Background: an optimization exercise with open tools, aiming at small area, a short achievable clock period and few clock cycles. Do not read the settings as production practice.
Function was checked by simulation only, so behaviour that the tests miss may differ from the original.

// chk_block
module chk_block (
    input  wire        clk,
    input  wire        rst,
    input  wire        req_valid,
    output wire        req_ready,
    input  wire [1:0]  req_op,
    input  wire [5:0]  req_addr,
    input  wire [2:0]  req_tenant,
    input  wire [31:0] req_wdata,
    input  wire [5:0]  wv_width,
    input  wire        wv_refin,
    input  wire        wv_refout,
    input  wire [2:0]  wv_fowner,
    input  wire [31:0] wv_poly,
    input  wire [31:0] wv_init,
    input  wire [31:0] wv_xorout,
    input  wire [31:0] wv_ref,
    output reg         rsp_valid,
    output reg  [1:0]  rsp_status,
    output wire [31:0] rsp_rdata
);
Settings: LEC_CHECK=0, CAP_MARGIN=10, CORE_MARGIN=2, CORE_UTILIZATION=55, CTS_CLUSTER_DIAMETER=70, CTS_CLUSTER_SIZE=30, SLEW_MARGIN=10; clock period 20.0 ns.
standard.sh (not shown) runs the stock make flow with config.mk's settings and CLKGATE_MAP_FILE= SYNTH_SCRIPT=/design/flow/synth_recipe.tcl, a recipe that flattens the netlist after the stock synthesis.
==> flow/flow/run.sh <==
#!/bin/bash
# Standard layout, with timing repair aimed at a tighter clock than the
# 20 ns constraint (repair stops once setup slack reaches the margin), and
# plain buffers (not delay cells) on the ports.
set -euo pipefail
bash standard.sh SETUP_SLACK_MARGIN=13.5 "BUFFER_PORTS_ARGS=-buffer_cell sky130_fd_sc_hd__buf_2" finish > standard.log 2>&1
Testbench counts at the start, summed over its fixed seeds: cycles 6,567.
Change:
--- a/flow/config.mk
+++ b/flow/config.mk
@@ -8 +8 @@
-export CAP_MARGIN = 10
+export CAP_MARGIN = 20
@@ -10,4 +10,2 @@
-export CORE_UTILIZATION = 55
-export CTS_CLUSTER_DIAMETER = 70
-export CTS_CLUSTER_SIZE = 30
-export SLEW_MARGIN = 10
+export CORE_UTILIZATION = 30
+export SLEW_MARGIN = 20
The new run went through all stages and came out clean; routed wire length is higher by 8.1%; hold slack got worse by 0.031 ns; cell area is higher by 3.6%; worst setup slack got worse by 0.13 ns; via count is lower by 0.43%; first-iteration DRC count is lower by 2.2%; utilization is lower by 27 points; sequential share of layout area is lower by 1.2 points.

========
## job 9503
chk_block again, from the RTL that the note above started with.
export LEC_CHECK = 0
export CAP_MARGIN = 20
export CORE_MARGIN = 2
export CORE_UTILIZATION = 30
export SLEW_MARGIN = 20
create_clock -name core_clock -period 20.0 [get_ports {clk}]
==> flow/flow/run.sh <==
#!/bin/bash
# Standard layout, with timing repair aimed at a tighter clock than the
# 20 ns constraint (repair stops once setup slack reaches the margin), and
# plain buffers (not delay cells) on the ports.
set -euo pipefail
bash standard.sh SETUP_SLACK_MARGIN=13 "BUFFER_PORTS_ARGS=-buffer_cell sky130_fd_sc_hd__buf_2" finish > standard.log 2>&1
Testbench counts of job 9503, summed over its fixed seeds: cycles 6,567.
Input-level comparison between job 4469 and job 9503:
Settings: CORE_UTILIZATION changed from 30 to 45.
diff --git a/flow/flow/run.sh b/flow/flow/run.sh
--- a/flow/flow/run.sh
+++ b/flow/flow/run.sh
@@ -5,2 +5,2 @@
 set -euo pipefail
-bash standard.sh SETUP_SLACK_MARGIN=13 "BUFFER_PORTS_ARGS=-buffer_cell sky130_fd_sc_hd__buf_2" finish > standard.log 2>&1
+bash standard.sh SETUP_SLACK_MARGIN=13.5 "BUFFER_PORTS_ARGS=-buffer_cell sky130_fd_sc_hd__buf_2" finish > standard.log 2>&1
Non-clock buffer count was higher in job 4469 than in job 9503. Job 9503 vs job 4469, end of the critical path: o_word[1] vs o_word[13]. Summary: with job 9503 as the reference, wire length in job 4469 moved down by a few percent. Looking at via count of the first global-routing pass across job 4469 and job 9503, the one that comes out higher is job 9503. Going from job 9503 to job 4469, proportion of layout cells with a drive suffix above 1 moved up.
Modified inputs, job 3999 compared to job 4469
Settings: CTS_CLUSTER_SIZE now 30, previously not set; CTS_CLUSTER_DIAMETER now 70, previously not set; CORE_UTILIZATION now 30, was 45.
--- outcome ---
Job 3999: flow completed, timing, DRC and antenna clean. | clock-cell share of area | higher: job 4469 |. Compared with job 4469, in job 3999 data required time at the worst endpoint now smaller; placement row count up 30. [job 3999 vs job 4469] least setup slack across all paths after layout: higher in job 3999. Launch point of the worst path = req_addr[4]: job 3999; launch point of the worst path = req_addr[3]: job 4469. Against job 4469, job 3999 reports a global-route usage that is lower.
[inputs] job 5529 vs job 3999
Settings: SLEW_MARGIN changed from 20 to 10; CAP_MARGIN changed from 20 to 10; CORE_UTILIZATION changed from 30 to 45.
- Looking at sequential share of layout area, job 5529 sits 0.81 points higher than job 3999 does.
- Count of plain and timing-repair buffers: higher on job 3999
- Summary of job 5529 over job 3999: critical path depth +1; final worst slack now larger.
Inputs modified between job 5529 and job 9446:
Settings: changing SLEW_MARGIN from 10 to 20; changing CAP_MARGIN from 10 to 20.
--- outcome ---
Changes observed in job 9446 relative to job 5529: worst setup slack has decreased, via count now larger.
o_word[13] as the termination of the worst setup path was reported by job 9446, and o_word[8] by job 5529.
## Diff of input files: job 3116 against job 9446
Settings: CAP_MARGIN now 10, was 20; GPL_ROUTABILITY_DRIVEN now 0, previously not set; SLEW_MARGIN now 10, was 20.
==> run notes <==
- [diff] shortest period the worst path allows, job 3116 relative to job 9446: regression
- Job 3116 against job 9446: average wire per standard cell decreased 0.89 um; first-iteration DRC count increased 13%; post-synthesis to final-layout area growth essentially unchanged; count of clock-buffer cells in the layout increased 12; insertion delay to the later sink of the worst-skew pair decreased 50 ps.

[afterwards: timing with drivers on the ports]
In the flow no input, the clock included, has a driving cell. The finished layouts below were timed again as built, in two steps.
Step 1, drivers: a clkbuf_16 drives clk and a buf_2 each remaining input, both assumed.
Step 2, shift: input delay + t, output delay - t, t = (earliest + latest rising clock arrival at the registers) / 2. This alone moves slack from input paths to output paths.
Three values: ideal, step 1, step 2; two values: the first two.
| run | t, ns | slack for setup (ns) | worst setup path after step 2 | worst data-port slew with drivers (ns) |
|---|---|---|---|---|
| the first run of note 1 | 0.786 | 13.378 / 13.188 / 12.402 | input to register | 0.29 |
| the second run of note 1 | 0.804 | 13.252 / 13.002 / 12.197 | input to register | 0.36 |
| job 9503 | 0.807 | 13.053 / 12.749 / 11.942 | input to register | 0.40 |
| job 4469 | 0.796 | 13.368 / 13.181 / 12.384 | input to register | 0.30 |
| job 3999 | 0.798 | 13.372 / 13.111 / 12.313 | input to register | 0.37 |
| job 5529 | 0.788 | 13.433 / 13.325 / 12.537 | input to register | 0.29 |
| job 9446 | 0.822 | 13.401 / 13.255 / 12.433 | input to register | 0.28 |
| job 3116 | 0.774 | 13.100 / 13.151 / 12.377 | input to register | 0.22 |
After both steps every run listed still meets setup and hold. For job 9503, which loses most, drivers alone change the setup slack by -0.304 ns; drivers and shift together by -1.111 ns.
